Context: an optimization exercise on an open-source flow, tuned for small area, a short achievable clock period and few clock cycles per item. The choices shown serve that exercise and are no tape-out recipe. Function was checked by simulation only, so behaviour that the tests miss may differ from the original.

==> inputs of v16 <==
Design sward_pixel_backend, start of the top module:
module sward_pixel_backend (
    input  wire        clk,
    input  wire        rst,           
    input  wire        in_valid,
    output wire        in_ready,
    input  wire [3:0]  l_en,
    input  wire [63:0] l_lin,
    input  wire [63:0] l_alpha,
    input  wire [31:0] l_opacity,
    input  wire [11:0] l_blend,
    input  wire [15:0] stamp_t,
    input  wire [15:0] calword,
    input  wire [15:0] gov_g,
    input  wire [3:0]  frame,
    input  wire [1:0]  px_x,
    input  wire [1:0]  px_y,
    input  wire [1:0]  dither_mode,
    output wire        out_valid,
    input  wire        out_ready,
    output wire [7:0]  h_code,
    output wire [7:0]  l_code,
    output wire        clamp
);
==> flow/config.mk <==
export PLATFORM = sky130hd
export DESIGN_NAME = sward_pixel_backend
export DESIGN_NICKNAME = sward_pixel_backend
export VERILOG_FILES = /design/flow/design.v
export SDC_FILE = /design/flow/constraint.sdc
export NUM_CORES = 4
export LEC_CHECK = 0
export CAP_MARGIN = 20
export CORE_MARGIN = 2
export CORE_UTILIZATION = 60
export PLACE_DENSITY = 0.75
export SLEW_MARGIN = 20
==> flow/constraint.sdc <==
create_clock -name core_clock -period 25.0 [get_ports {clk}]
set_input_delay 5.0000 -clock core_clock [delete_from_list [all_inputs] [get_ports {clk}]]
set_output_delay 5.0000 -clock core_clock [all_outputs]
set_load 0.01 [all_outputs]
standard.sh (not shown) runs the stock make flow with config.mk's settings and CLKGATE_MAP_FILE= SYNTH_SCRIPT=/design/flow/synth_recipe.tcl, a recipe that flattens the netlist after the stock synthesis.
==> flow/flow/run.sh <==
#!/bin/bash
set -euo pipefail
bash standard.sh SETUP_SLACK_MARGIN=18.5 finish > make_finish.log 2>&1
==> inputs of v10, as changes to v16 <==
--- a/flow/design.v
+++ b/flow/design.v
@@ -235,31 +235,31 @@
         endcase
     end
     wire [3:0] thr_in = (dither_mode == 2'd0) ? dseq : (dither_mode == 2'd1) ? 4'd7 : 4'd15;
     wire       frc_in = (calword[3:0] > 4'd2);      
     wire       lz_in  = (calword[3:0] == 4'd0);     
     reg [3:0]  en0, lt0;
     reg [63:0] lin0, alp0;
-    reg [59:0] oe0;
+    reg [59:0] oe0, oeb0;
     reg [11:0] bop0;
     reg [15:0] t0, g0;
     reg [11:0] gn0;
     reg [5:0]  f0;
     always @(posedge clk) begin
         en0 <= l_en; lt0 <= lt_in; lin0 <= l_lin; alp0 <= l_alpha;
-        oe0 <= oe_in; bop0 <= l_blend;
+        oe0 <= oe_in; oeb0 <= oeb_in; bop0 <= l_blend;
         t0 <= stamp_t; gn0 <= calword[15:4]; g0 <= gov_g;
         f0 <= {thr_in, lz_in, frc_in};
     end
     wire [24*4-1:0] ts1_n, ta1_n;
     generate
         for (i = 0; i < 4; i = i + 1) begin : g_prod
             sward_layer_prod #(.WITH_A(i != 0)) u_prod (
                 .lin(lin0[16*i +: 16]), .alpha(alp0[16*i +: 16]), .lt(lt0[i]),
-                .oe(oe0[15*i +: 15]), .oeb(~oe0[15*i +: 15]),
+                .oe(oe0[15*i +: 15]), .oeb(oeb0[15*i +: 15]),
                 .ts(ts1_n[24*i +: 24]), .ta(ta1_n[24*i +: 24]));
         end
     endgenerate
     reg [24*4-1:0] ts1, ta1;
     reg [3:0]      en1;
     reg [11:0]     bop1;
     always @(posedge clk) begin
@@ -293,123 +293,123 @@
     wire [15:0] s0;
     sward_rnd255 u_s0 (.t(ts1[23:0]), .q(s0));
     wire        z0 = !en1[0] || (bop1[2:0] == 3'd1) || (bop1[2:0] == 3'd3);
     wire [15:0] d1_n = z0 ? 16'd0 : s0;
     wire [26:0] d1e_n, d1eb_n;
     sw_benc #(.BW(16)) u_ed1 (.m(d1_n), .e(d1e_n), .eb(d1eb_n));
     reg [15:0] d2;                        
-    reg [26:0] d1e2;
-    reg [15:0] m1_2;
+    reg [26:0] d1e2, d1eb2;
+    reg [15:0] m1_2, m1n_2;
     reg [15:0] x1_2, m2_2, x2_2, m3_2, x3_2;
     reg        cz1_2, cz2_2, cz3_2;
     reg [1:0]  sel1_2, sel2_2, sel3_2;
     always @(posedge clk) begin
-        d2 <= d1_n; d1e2 <= d1e_n;
-        m1_2 <= m2_n[1];
+        d2 <= d1_n; d1e2 <= d1e_n; d1eb2 <= d1eb_n;
+        m1_2 <= m2_n[1]; m1n_2 <= ~m2_n[1];
         x1_2 <= x2_n[1]; cz1_2 <= cz2_n[1]; sel1_2 <= sel2_n[1];
         m2_2 <= m2_n[2]; x2_2 <= x2_n[2]; cz2_2 <= cz2_n[2]; sel2_2 <= sel2_n[2];
         m3_2 <= m2_n[3]; x3_2 <= x2_n[3]; cz3_2 <= cz2_n[3]; sel3_2 <= sel2_n[3];
     end
     wire [31:0] n1_n;
     sw_bmul #(.AW(16), .ND(9), .PW(32), .K(32'd32768)) u_a1 (
-        .a(m1_2), .an(~m1_2), .e(d1e2), .eb(~d1e2), .p(n1_n));
+        .a(m1_2), .an(m1n_2), .e(d1e2), .eb(d1eb2), .p(n1_n));
     wire [26:0] m2e_n, m2eb_n;
     sw_benc #(.BW(16)) u_e2 (.m(m2_2), .e(m2e_n), .eb(m2eb_n));
     reg [31:0] n1_3;
     reg [15:0] d3, x1_3, x2_3, m3_3, x3_3;
-    reg [26:0] m2e3;
+    reg [26:0] m2e3, m2eb3;
     reg        cz1_3, cz2_3, cz3_3;
     reg [1:0]  sel1_3, sel2_3, sel3_3;
     always @(posedge clk) begin
         n1_3 <= n1_n; d3 <= d2; x1_3 <= x1_2; cz1_3 <= cz1_2; sel1_3 <= sel1_2;
-        m2e3 <= m2e_n; x2_3 <= x2_2; cz2_3 <= cz2_2; sel2_3 <= sel2_2;
+        m2e3 <= m2e_n; m2eb3 <= m2eb_n; x2_3 <= x2_2; cz2_3 <= cz2_2; sel2_3 <= sel2_2;
         m3_3 <= m3_2; x3_3 <= x3_2; cz3_3 <= cz3_2; sel3_3 <= sel3_2;
     end
     wire [15:0] d4_n;
     sward_dstep_b u_b1 (.n(n1_3), .d(d3), .x(x1_3), .cz(cz1_3), .sel(sel1_3), .d_out(d4_n));
-    reg [15:0] d4, x2_4, m3_4, x3_4;
-    reg [26:0] m2e4;
+    reg [15:0] d4, d4n, x2_4, m3_4, x3_4;
+    reg [26:0] m2e4, m2eb4;
     reg        cz2_4, cz3_4;
     reg [1:0]  sel2_4, sel3_4;
     always @(posedge clk) begin
-        d4 <= d4_n;
-        m2e4 <= m2e3; x2_4 <= x2_3; cz2_4 <= cz2_3; sel2_4 <= sel2_3;
+        d4 <= d4_n; d4n <= ~d4_n;
+        m2e4 <= m2e3; m2eb4 <= m2eb3; x2_4 <= x2_3; cz2_4 <= cz2_3; sel2_4 <= sel2_3;
         m3_4 <= m3_3; x3_4 <= x3_3; cz3_4 <= cz3_3; sel3_4 <= sel3_3;
     end
     wire [31:0] n2_n;
     sw_bmul #(.AW(16), .ND(9), .PW(32), .K(32'd32768)) u_a2 (
-        .a(d4), .an(~d4), .e(m2e4), .eb(~m2e4), .p(n2_n));
+        .a(d4), .an(d4n), .e(m2e4), .eb(m2eb4), .p(n2_n));
     wire [26:0] m3e_n, m3eb_n;
     sw_benc #(.BW(16)) u_e3 (.m(m3_4), .e(m3e_n), .eb(m3eb_n));
     reg [31:0] n2_5;
     reg [15:0] d5, x2_5, x3_5;
-    reg [26:0] m3e5;
+    reg [26:0] m3e5, m3eb5;
     reg        cz2_5, cz3_5;
     reg [1:0]  sel2_5, sel3_5;
     always @(posedge clk) begin
         n2_5 <= n2_n; d5 <= d4; x2_5 <= x2_4; cz2_5 <= cz2_4; sel2_5 <= sel2_4;
-        m3e5 <= m3e_n; x3_5 <= x3_4; cz3_5 <= cz3_4; sel3_5 <= sel3_4;
+        m3e5 <= m3e_n; m3eb5 <= m3eb_n; x3_5 <= x3_4; cz3_5 <= cz3_4; sel3_5 <= sel3_4;
     end
     wire [15:0] d6_n;
     sward_dstep_b u_b2 (.n(n2_5), .d(d5), .x(x2_5), .cz(cz2_5), .sel(sel2_5), .d_out(d6_n));
-    reg [15:0] d6, x3_6;
-    reg [26:0] m3e6;
+    reg [15:0] d6, d6n, x3_6;
+    reg [26:0] m3e6, m3eb6;
     reg        cz3_6;
     reg [1:0]  sel3_6;
     always @(posedge clk) begin
-        d6 <= d6_n;
-        m3e6 <= m3e5; x3_6 <= x3_5; cz3_6 <= cz3_5; sel3_6 <= sel3_5;
+        d6 <= d6_n; d6n <= ~d6_n;
+        m3e6 <= m3e5; m3eb6 <= m3eb5; x3_6 <= x3_5; cz3_6 <= cz3_5; sel3_6 <= sel3_5;
     end
     wire [31:0] n3_n;
     sw_bmul #(.AW(16), .ND(9), .PW(32), .K(32'd32768)) u_a3 (
-        .a(d6), .an(~d6), .e(m3e6), .eb(~m3e6), .p(n3_n));
+        .a(d6), .an(d6n), .e(m3e6), .eb(m3eb6), .p(n3_n));
     reg [31:0] n3_7;
     reg [15:0] d7, x3_7;
     reg        cz3_7;
     reg [1:0]  sel3_7;
     always @(posedge clk) begin
         n3_7 <= n3_n; d7 <= d6; x3_7 <= x3_6; cz3_7 <= cz3_6; sel3_7 <= sel3_6;
     end
     wire [15:0] d8_n;
     sward_dstep_b u_b3 (.n(n3_7), .d(d7), .x(x3_7), .cz(cz3_7), .sel(sel3_7), .d_out(d8_n));
     wire [26:0] te_n, teb_n;
     sw_benc #(.BW(16)) u_et (.m(t_r7), .e(te_n), .eb(teb_n));
-    reg [15:0] d8;
-    reg [26:0] te8;
+    reg [15:0] d8, d8n;
+    reg [26:0] te8, teb8;
     always @(posedge clk) begin
-        d8 <= d8_n; te8 <= te_n;
+        d8 <= d8_n; d8n <= ~d8_n; te8 <= te_n; teb8 <= teb_n;
     end
     wire [31:0] nw_n;
     sw_bmul #(.AW(16), .ND(9), .PW(32), .K(32'd32768)) u_aw (
-        .a(d8), .an(~d8), .e(te8), .eb(~te8), .p(nw_n));
+        .a(d8), .an(d8n), .e(te8), .eb(teb8), .p(nw_n));
     reg [31:0] nw9;
     always @(posedge clk) nw9 <= nw_n;
     wire [15:0] hw  = nw9[31:16];
     wire        cyw = (nw9[15:0] > ~hw);
     wire [15:0] w_n = hw + {15'd0, cyw};
     wire [20:0] gne_n, gneb_n;
     sw_benc #(.BW(12)) u_eg (.m(gn_r9), .e(gne_n), .eb(gneb_n));
-    reg [15:0] w10;
-    reg [20:0] gne10;
+    reg [15:0] w10, w10n;
+    reg [20:0] gne10, gneb10;
     always @(posedge clk) begin
-        w10 <= w_n; gne10 <= gne_n;
+        w10 <= w_n; w10n <= ~w_n; gne10 <= gne_n; gneb10 <= gneb_n;
     end
     wire [27:0] pw;
     sw_bmul #(.AW(16), .ND(7), .PW(28), .K(28'd1024)) u_gain (
-        .a(w10), .an(~w10), .e(gne10), .eb(~gne10), .p(pw));
+        .a(w10), .an(w10n), .e(gne10), .eb(gneb10), .p(pw));
     wire [26:0] ge_n, geb_n;
     sw_benc #(.BW(16)) u_eG (.m(g_r10), .e(ge_n), .eb(geb_n));
-    reg [16:0] p11;
-    reg [26:0] ge11;
+    reg [16:0] p11, p11n;
+    reg [26:0] ge11, geb11;
     always @(posedge clk) begin
-        p11 <= pw[27:11]; ge11 <= ge_n;
+        p11 <= pw[27:11]; p11n <= ~pw[27:11]; ge11 <= ge_n; geb11 <= geb_n;
     end
     wire [32:0] pq;
     sw_bmul #(.AW(17), .ND(9), .PW(33), .K(33'd16384)) u_gov (
-        .a(p11), .an(~p11), .e(ge11), .eb(~ge11), .p(pq));
+        .a(p11), .an(p11n), .e(ge11), .eb(geb11), .p(pq));
     reg [17:0] q12;
     always @(posedge clk) q12 <= pq[32:15];
     wire        frc  = f_r12[0];
     wire        lz   = f_r12[1];
     wire [3:0]  thr  = f_r12[5:2];
     wire [17:0] lim  = lz ? 18'd65535 : 18'd69360;
     wire        over = (q12 > lim);
==> flow/config.mk (replaced) <==
export PLATFORM = sky130hd
export DESIGN_NAME = sward_pixel_backend
export DESIGN_NICKNAME = sward_pixel_backend
export VERILOG_FILES = /design/flow/design.v
export SDC_FILE = /design/flow/constraint.sdc
export NUM_CORES = 4
export LEC_CHECK = 0
export CAP_MARGIN = 20
export CORE_MARGIN = 2
export CORE_UTILIZATION = 40
export PLACE_DENSITY = 0.6
export SLEW_MARGIN = 20
==> comparison <==
- Against v16, the wire length of v10 is higher by 3.8%.
- Against v16, the fmax of v10 is larger by 3.4%.
- In v10 the sequential cell count is higher than in v16, by 343.
- Against v16, the first-iteration DRC count of v10 is smaller by 28%.
==> figures <==
                                                                   v16              v10
Result of the run                             timing/DRC/antenna clean  timing/DRC/antenna clean
Layout clock buffers                                               256              336
Number of placement rows                                           176              222
Nets                                                             16600            17500
Worst setup path startpoint                            ts1[32]$_DFF_P_  ts1[87]$_DFF_P_
Adder-cell area share of the yosys netlist                       0.259            0.245
Total standard cell area after synthesis                    0.139 mm^2       0.147 mm^2
Worst R2R Path Depth                                                34               39
Maximum level of the CTS H-tree                                      4                5
Testbench counts of v16, summed over its fixed seeds: cycles 6,512, items 6,400.
Testbench counts of v10, summed over its fixed seeds: cycles 6,512, items 6,400.

port drivers added, routing unchanged:
How much do the figures lean on ideal ports? The routed layouts below were timed once more, with nothing changed but the port constraints. Step 1 sets driving cells, clkbuf_16 on the clock port and buf_2 on the other inputs (assumed; they add their load-dependent delay and slew). Step 2 adds t to the input delays and takes it off the output delays; t is the mean of the earliest and latest rising clock arrival at the registers after step 1. Input paths then give back, and output paths get back, about the clock's delay inside the block. a / b / c = ideal ports / drivers / drivers and shift; a / b = the first two.
| run | shift t [ns] | slack for setup (ns) | worst data-port slew with drivers (ns) |
|---|---|---|---|
| v16 | 0.945 | 18.011 / 18.011 / 17.596 | 0.09 |
| v10 | 0.988 | 18.239 / 18.239 / 17.622 | 0.07 |
After both steps every run listed still meets setup and hold. For v10, which loses most, drivers alone change the setup slack by 0.000 ns; drivers and shift together by -0.617 ns.
